Context: an optimization exercise on an open-source flow, tuned for small area, a short achievable clock period and few clock cycles per item. The choices shown serve that exercise and are no tape-out recipe. Function was checked by simulation only, so behaviour that the tests miss may differ from the original. Power is estimated from default activity; no workload was simulated.

==> flow/design.v <==
module kg9_divider (
    input  wire        clk,
    input  wire        rst,
    input  wire        start,
    input  wire        sgn,
    input  wire [63:0] a,
    input  wire [63:0] b,
    output reg         ready,
    output reg         done,
    output wire [63:0] q,
    output wire [63:0] r,
    output reg         exc
);
    reg st_idle, st_s1, st_it, st_f1;
    reg [63:0] R;       
    reg [63:0] E;       
    reg [63:0] Q;       
    reg [6:0]  na, nb;  
    reg [5:0]  cnt;     
    reg        a_neg, b_neg;
    reg        x;       
    reg        inv;     
    reg [7:0]  zg;      
    reg        first;   
    reg        ex;      
    assign q = Q;
    assign r = R;
    reg  xc;                    
    wire neg_q = ~x;
    wire fill  = ~a_neg;        
    function [6:0] bitlen(input [63:0] v);
        integer i;
        begin
            bitlen = 7'd0;
            for (i = 0; i < 64; i = i + 1)
                if (v[i]) bitlen = i + 1;
        end
    endfunction
    wire in_a_neg = sgn & a[63];
    wire in_b_neg = sgn & b[63];
    wire [7:0] dn = {1'b0, na} - {1'b0, nb};
    wire [5:0] sh = dn[5:0];            
    wire       b_zero = (nb == 7'd0);
    wire       q_zero = dn[7];
    wire       s1_exit = b_zero | q_zero;
    reg  [64:0] kg, kp, kgn, kpn;
    integer kl, kk;
    always @* begin
        kg = {R & E, xc};
        kp = {R ^ E, 1'b0};
        for (kl = 0; kl < 7; kl = kl + 1) begin
            kgn = kg; kpn = kp;
            for (kk = 0; kk < 65; kk = kk + 1)
                if (kk >= (1 << kl)) begin
                    kgn[kk] = kg[kk] | (kp[kk] & kg[kk - (1 << kl)]);
                    kpn[kk] = kp[kk] & kp[kk - (1 << kl)];
                end
            kg = kgn; kp = kpn;
        end
    end
    wire [64:0] sum = {kg[64], (R ^ E) ^ kg[63:0]};
    wire        fits = sum[64] ^ a_neg;
    wire [7:0]  sum_nz;
    genvar gi;
    generate
        for (gi = 0; gi < 8; gi = gi + 1) begin : g_nz
            assign sum_nz[gi] = |sum[8*gi+7:8*gi];
        end
    endgenerate
    wire        last_zero = (zg == 8'd0);
    reg         m1;
    wire        evp = ~first & last_zero & a_neg & ~ex;
    wire use_c = neg_q & (sum[63] ^ ~a_neg);
    reg [63:0] eal;
    integer si;
    always @* begin
        eal = E ^ {64{x}};
        for (si = 0; si < 6; si = si + 1)
            if (sh[si]) eal = (eal << (1 << si)) | ({64{x}} & ((64'd1 << (1 << si)) - 64'd1));
    end
    wire newbit = ((ex | evp) ? 1'b0 : fits) ^ inv;
    wire last   = (cnt == 6'd0);
    wire fin = (st_s1 & s1_exit) | (st_it & last & ~a_neg) | st_f1;
    always @(posedge clk) begin
        if (rst) begin
            st_idle <= 1'b1;
            ready <= 1'b1;
            st_s1 <= 1'b0; st_it <= 1'b0; st_f1 <= 1'b0;
            done <= 1'b0;
        end else begin
            done    <= fin;
            ready   <= (ready & ~start) | fin;
            st_idle <= (st_idle & ~start) | fin;
            st_s1   <= st_idle & start;
            st_it   <= (st_s1 & ~s1_exit) | (st_it & ~last);
            st_f1   <= st_it & last & a_neg;
        end
    end
    always @(posedge clk) begin
        if (st_idle) begin
            R <= a;
            E <= b;
            a_neg <= in_a_neg;
            b_neg <= in_b_neg;
            x <= ~(in_a_neg ^ in_b_neg);
            xc <= ~(in_a_neg ^ in_b_neg);
            na <= bitlen(in_a_neg ? {~a[62:0], 1'b1} : a);
            nb <= bitlen(in_b_neg ? (~b | 64'd1) : b);
        end
        if (st_s1) begin
            cnt <= sh;
            ex  <= 1'b0;
            zg  <= sum_nz;
            first <= 1'b1;
            inv <= use_c;
            exc <= b_zero;
            if (s1_exit) begin
                Q <= 64'd0;
            end else begin
                Q <= {64{use_c}};
                if (use_c) R <= sum[63:0];
                E <= eal;
            end
        end
        if (st_it) begin
            begin
                if (first) m1 <= last_zero & a_neg & ~b_neg;
                if (fits) R <= sum[63:0];
                Q <= {Q[62:1], Q[0] ^ evp, newbit};
                zg <= sum_nz;
                first <= 1'b0;
                if (evp) ex <= 1'b1;
                if (!last) begin
                    E <= {fill, E[63:1]};
                    cnt <= cnt - 6'd1;
                end
            end
        end
        if (st_f1) begin
            if (ex | evp) R <= sum[63:0];
            Q <= m1 ? {64{1'b1}} : {Q[63:1], Q[0] ^ evp};
            exc <= b_neg & Q[63];
        end
    end
endmodule
Settings: LEC_CHECK=0, CAP_MARGIN=20, CORE_MARGIN=2, CORE_UTILIZATION=40, SETUP_SLACK_MARGIN=4.0, SLEW_MARGIN=20; clock period 8.0 ns.
standard.sh (not shown) runs the stock make flow with config.mk's settings and CLKGATE_MAP_FILE= SYNTH_SCRIPT=/design/flow/synth_recipe.tcl, a recipe that flattens the netlist after the stock synthesis.
==> flow/flow/run.sh <==
#!/bin/bash
# Standard layout; the port buffers are plain buf_1 cells instead of the
# delay buffers ORFS picks by default. Each tool's output goes to the logs
# that standard.sh's make writes under orfs/logs; make's own output is kept
# in standard.log.
export BUFFER_PORTS_ARGS="-buffer_cell sky130_fd_sc_hd__buf_2"
bash standard.sh > standard.log 2>&1
Testbench counts at the start, summed over its fixed seeds: cycles 56,892, ops 3,200.
Edit:
--- a/flow/flow/run.sh
+++ b/flow/flow/run.sh
@@ -6 +6 @@
-export BUFFER_PORTS_ARGS="-buffer_cell sky130_fd_sc_hd__buf_2"
+export BUFFER_PORTS_ARGS="-buffer_cell sky130_fd_sc_hd__buf_1"
CORE_UTILIZATION = 55   (was 40)
CTS_CLUSTER_DIAMETER = 80   (was not set)
CTS_CLUSTER_SIZE = 20   (was not set)
Effect: The new run finished clean. Clock power is lower by 19%. Synthesized area stays the same. Die area is lower by 27%. Routed wire length is lower by 7.8%. Setup slack is worse by 0.015 ns. Non-clock buffer count is lower by 8. Sequential cell count stays the same. Synthesized cell count is unchanged. Sequential share of layout area is higher by 1.1 points. Via count is higher by 0.41%.
Edit:
CTS_CLUSTER_DIAMETER = not set   (was 80)
CTS_CLUSTER_SIZE = not set   (was 20)
What happened: The new run produced a clean layout. Routed wire length climbs by 0.44%. First-iteration DRC count climbs by 10%. Clock skew drops by 0.0088 ns. Design area climbs by about 1%. Cell count climbs by about 0.7%. Maximum frequency barely changes. Via count hardly moves.
Edit:
CTS_CLUSTER_DIAMETER = 90   (was not set)
CTS_CLUSTER_SIZE = 26   (was not set)
SETUP_SLACK_MARGIN = 3.9   (was 4.0)
What happened: The changed run completed without violations; die area is unchanged; clock power goes down by 32%; routed wire length is lower by 1.3%; hold slack gains 0.012 ns; design area goes down by 2.7%; via count shrinks by 1.0%; count of clock-buffer cells in the layout shrinks by 26.

RTL: the design.v shown in full above, as it stands there.
clock: 8.0 ns
lec_check: 0
cap_margin: 20
core_margin: 2
core_utilization: 55
cts_cluster_diameter: 90
cts_cluster_size: 26
place_density_lb_addon: 0.2
setup_slack_margin: 4.0
slew_margin: 20
==> flow/flow/run.sh <==
#!/bin/bash
# Standard layout; the port buffers are plain buf_1 cells instead of the
# delay buffers ORFS picks by default. Each tool's output goes to the logs
# that standard.sh's make writes under orfs/logs; make's own output is kept
# in standard.log.
export BUFFER_PORTS_ARGS="-buffer_cell sky130_fd_sc_hd__buf_1"
bash standard.sh > standard.log 2>&1
The starting point went through all stages and came out clean.
Testbench counts at the start, summed over its fixed seeds: cycles 56,892, ops 3,200.
Then changed:
Settings changed: ABC_AREA set to 1, CTS_CLUSTER_DIAMETER 90 to 80, CTS_CLUSTER_SIZE 26 to 20, PLACE_DENSITY_LB_ADDON 0.2 to not set.
Effect: The changed run produced a clean layout; final cell count grows by 21%; count of clock-buffer cells in the layout rises by 5; sequential share of layout area shrinks by 1.4 points; design area climbs by 6.4%.
Then changed:
Settings changed: ABC_AREA 1 to not set, CTS_CLUSTER_DIAMETER 80 to 90, CTS_CLUSTER_SIZE 20 to 26, SETUP_SLACK_MARGIN 4.0 to 4.1.
=> The changed run produced a clean layout; worst setup slack gains 1.3 ns; routed wire length is lower by a few percent; combinational power is lower by a few percent; worst hold slack loses 0.039 ns; first-iteration DRC count is lower by a few percent; power hardly moves; sequential power is higher by a few percent; flip-flop and latch count is unchanged; clock-buffer cell count is lower by 3.
Then changed:
Settings changed: GPL_ROUTABILITY_DRIVEN set to 0, SETUP_SLACK_MARGIN 4.1 to 4.0.
Outcome: The new run ran to the end with no violations; first-iteration DRC count came out lower by 4.9%; hold slack got worse by 0.0030 ns; setup slack got worse by 0.015 ns; global-route usage hardly moves; power came out lower by 3.9%.

== zinc ==
RTL: the design.v shown in full above, as it stands there.
==> flow/config.mk <==
export PLATFORM = sky130hd
export DESIGN_NAME = kg9_divider
export DESIGN_NICKNAME = kg9_divider
export VERILOG_FILES = /design/flow/design.v
export SDC_FILE = /design/flow/constraint.sdc
export NUM_CORES = 4
export LEC_CHECK = 0
export CAP_MARGIN = 20
export CORE_MARGIN = 2
export CORE_UTILIZATION = 40
export SETUP_SLACK_MARGIN = 4.0
export SLEW_MARGIN = 20
==> flow/constraint.sdc <==
create_clock -name core_clock -period 8.0 [get_ports {clk}]
set_input_delay 1.6000 -clock core_clock [delete_from_list [all_inputs] [get_ports {clk}]]
set_output_delay 1.6000 -clock core_clock [all_outputs]
set_load 0.01 [all_outputs]
Scripts as last shown in full above: flow/flow/run.sh
Testbench counts of zinc, summed over its fixed seeds: cycles 56,892, ops 3,200.
> inputs changed (zinc -> xenon)
- putting CTS_CLUSTER_SIZE at 30 where nothing was set
- swapping 40 for 55 in CORE_UTILIZATION
- putting CTS_CLUSTER_DIAMETER at 100 where nothing was set
==> run summary <==
- Min combinational power across xenon and zinc: xenon
- Wire length per cell (xenon vs. zinc) decreases slightly
- First-pass GRT wire length (higher): zinc
- NOTE: cell area in xenon falls short of that of zinc
- Against zinc, clock skew in xenon came out worse.
- The via count was comparable across xenon and zinc.
- [xenon] combinational share of power rose 3.7 points relative to zinc
- Max buffering stage count on the worst path with inverters included across xenon and zinc: zinc
Input-level comparison between raven and xenon:
- changing SETUP_SLACK_MARGIN from 4.0 to 4.25
- changing CTS_CLUSTER_DIAMETER from 100 to 80
- changing CTS_CLUSTER_SIZE from 30 to 20
raven: full flow OK, the timing, DRC and antenna checks passed. raven ends up with a post-CTS clock slew at the launch and capture registers of the worst setup and hold paths that is 0.03 ns lower than in xenon. Comparing xenon against raven, there is no change at all in remaining design rule violation count. Taking xenon as the reference, in raven cell depth of the worst flop-to-flop path now larger, worst setup margin now larger, wire length reported by the detailed router now larger, met3 wire length now larger, total vias in the final route now larger. Post-route total power in raven is about 12% higher than in xenon.
--- input diff raven..amber ---
- swapping 4.25 for 3.8 in SETUP_SLACK_MARGIN
### Flow results
- Higher share of final-layout standard cells stronger than drive strength 1 among amber and raven: raven
- Taking raven as the reference, in amber detailed router's first-iteration violation count moved down, sequential share of cell area moved up.
- Taking raven as the reference, in amber final-layout clock-cell area share has increased, maximum clock rate has decreased.
Changes in pepper relative to amber:
- CTS_CLUSTER_SIZE: 20 -> unset
- CTS_CLUSTER_DIAMETER: 80 -> unset
- CORE_UTILIZATION: 55 -> 40
- SETUP_SLACK_MARGIN: 3.8 -> 4.0
==> flow/run.sh (new file) <==
#!/bin/bash
# synth_recipe.tcl (not shown) runs the flow's synth.tcl, then flattens the netlist and writes it again
# the make line also repeats each setting of config.mk as NAME=value (left out here)
make -C /OpenROAD-flow-scripts/flow DESIGN_CONFIG=/design/flow/config.mk WORK_HOME=/design/flow/orfs CLKGATE_MAP_FILE= SYNTH_SCRIPT=/design/flow/synth_recipe.tcl finish
removed: flow/flow/run.sh
removed: flow/standard.sh
Findings:
In the final reports, the cell area of pepper is larger than that of amber.
Delta (pepper minus amber): sequential power was more or less identical; count of buffers not belonging to the clock network in the layout now larger.
Synthesized area of amber is on par with pepper.
pepper reports its endpoint of the most critical setup path as E[49] while amber reports zg[7].
From amber to pepper the numbers moved as follows: time the worst path needs with I/O delays and setup went down by 0.22 ns, setup slack after placement -0.15 ns, standard cell area after detailed placement increased by 1900 µm² relative to the old numbers, number of clock-tree buffers in the layout went up 7.
Count of cell instances traversed by the critical path was higher in pepper than in amber.
Filler cell count in the final layout: pepper vs amber up 1513
Compared with amber, pepper shows pin count of the biggest net entering global routing that has gone down by more than 10%.
For indigo, these inputs were changed with respect to pepper:
- CTS_CLUSTER_SIZE newly set to 26
- CAP_MARGIN changed from 20 to 10
- SLEW_MARGIN changed from 20 to 10
- CTS_CLUSTER_DIAMETER newly set to 90
- CORE_UTILIZATION changed from 40 to 55
==> flow/flow/run.sh (new file) <==
#!/bin/bash
# Standard layout; the port buffers are plain buf_1 cells instead of the
# delay buffers ORFS picks by default. Each tool's output goes to the logs
# that standard.sh's make writes under orfs/logs; make's own output is kept
# in standard.log.
export BUFFER_PORTS_ARGS="-buffer_cell sky130_fd_sc_hd__buf_1"
bash standard.sh > standard.log 2>&1
==> flow/standard.sh (new file) <==
#!/bin/bash
# synth_recipe.tcl (not shown) runs the flow's synth.tcl, then flattens the netlist and writes it again
# the make line also repeats each setting of config.mk as NAME=value (left out here)
make -C /OpenROAD-flow-scripts/flow DESIGN_CONFIG=/design/flow/config.mk WORK_HOME=/design/flow/orfs CLKGATE_MAP_FILE= SYNTH_SCRIPT=/design/flow/synth_recipe.tcl "${@:-finish}"
removed: flow/run.sh
Re count of cell instances traversed by the critical path: no difference whatsoever between pepper and indigo. Against pepper as the reference, indigo delivers a higher overall global routing resource usage. Compared with pepper, indigo shows first-iteration DRC count that has gone up by more than 10%. Compared with pepper, amount of wire on met2 after detailed routing in indigo decreased by a little under 10%. Final setup slack of the worst path is lower on pepper. Number of standard cells in the layout, taps in and fillers out (lower): indigo. Fraction of synthesis flops using an asynchronous set or reset pin delta (pepper -> indigo): insignificant. Taking pepper over indigo, the first-pass GRT wire length ratio works out to 1.07.

-- separate check: timing with driven ports --
The flow's constraints put no driver on any port. The routed layouts listed below were extracted and timed again, unchanged, in two steps.
Step 1 (the two cells are an assumption about what drives the block):
set clk [get_ports {clk}]
set_driving_cell -lib_cell sky130_fd_sc_hd__clkbuf_16 $clk
set_driving_cell -lib_cell sky130_fd_sc_hd__buf_2 [delete_from_list [all_inputs] $clk]
Step 2, shift: input delay + t, output delay - t, t = (earliest + latest rising clock arrival at the registers) / 2. This alone moves slack from input paths to output paths.
Slacks: no drivers / after step 1 / after step 2; pairs: no drivers / after step 1.
run | shift t [ns] | setup WS [ns] | worst setup path at the end
the first run of note 1 | 0.643 | 4.040 / 4.040 / 3.585 | input to register
the second run of note 1 | 0.595 | 4.025 / 4.025 / 3.623 | input to register
the third run of note 1 | 0.633 | 4.015 / 4.015 / 3.605 | input to register
the fourth run of note 1 | 0.575 | 3.949 / 3.949 / 3.524 | input to register
the first run of note 2 | 0.583 | 4.014 / 4.014 / 3.553 | input to register
the second run of note 2 | 0.576 | 2.773 / 2.773 / 2.336 | input to register
the third run of note 2 | 0.581 | 4.077 / 4.077 / 3.633 | input to register
the fourth run of note 2 | 0.601 | 4.062 / 4.062 / 3.549 | input to register
zinc | 0.656 | 4.028 / 4.028 / 3.513 | input to register
xenon | 0.564 | 4.018 / 4.018 / 3.624 | input to register
raven | 0.597 | 4.087 / 4.087 / 3.735 | input to register
amber | 0.599 | 3.797 / 3.797 / 3.362 | input to register
pepper | 0.648 | 4.021 / 4.021 / 3.578 | input to register
indigo | 0.579 | 4.033 / 4.033 / 3.656 | input to register
After both steps setup and hold are still met in every run listed. For zinc, which loses most, drivers alone change the setup slack by 0.000 ns; drivers and shift together by -0.515 ns.
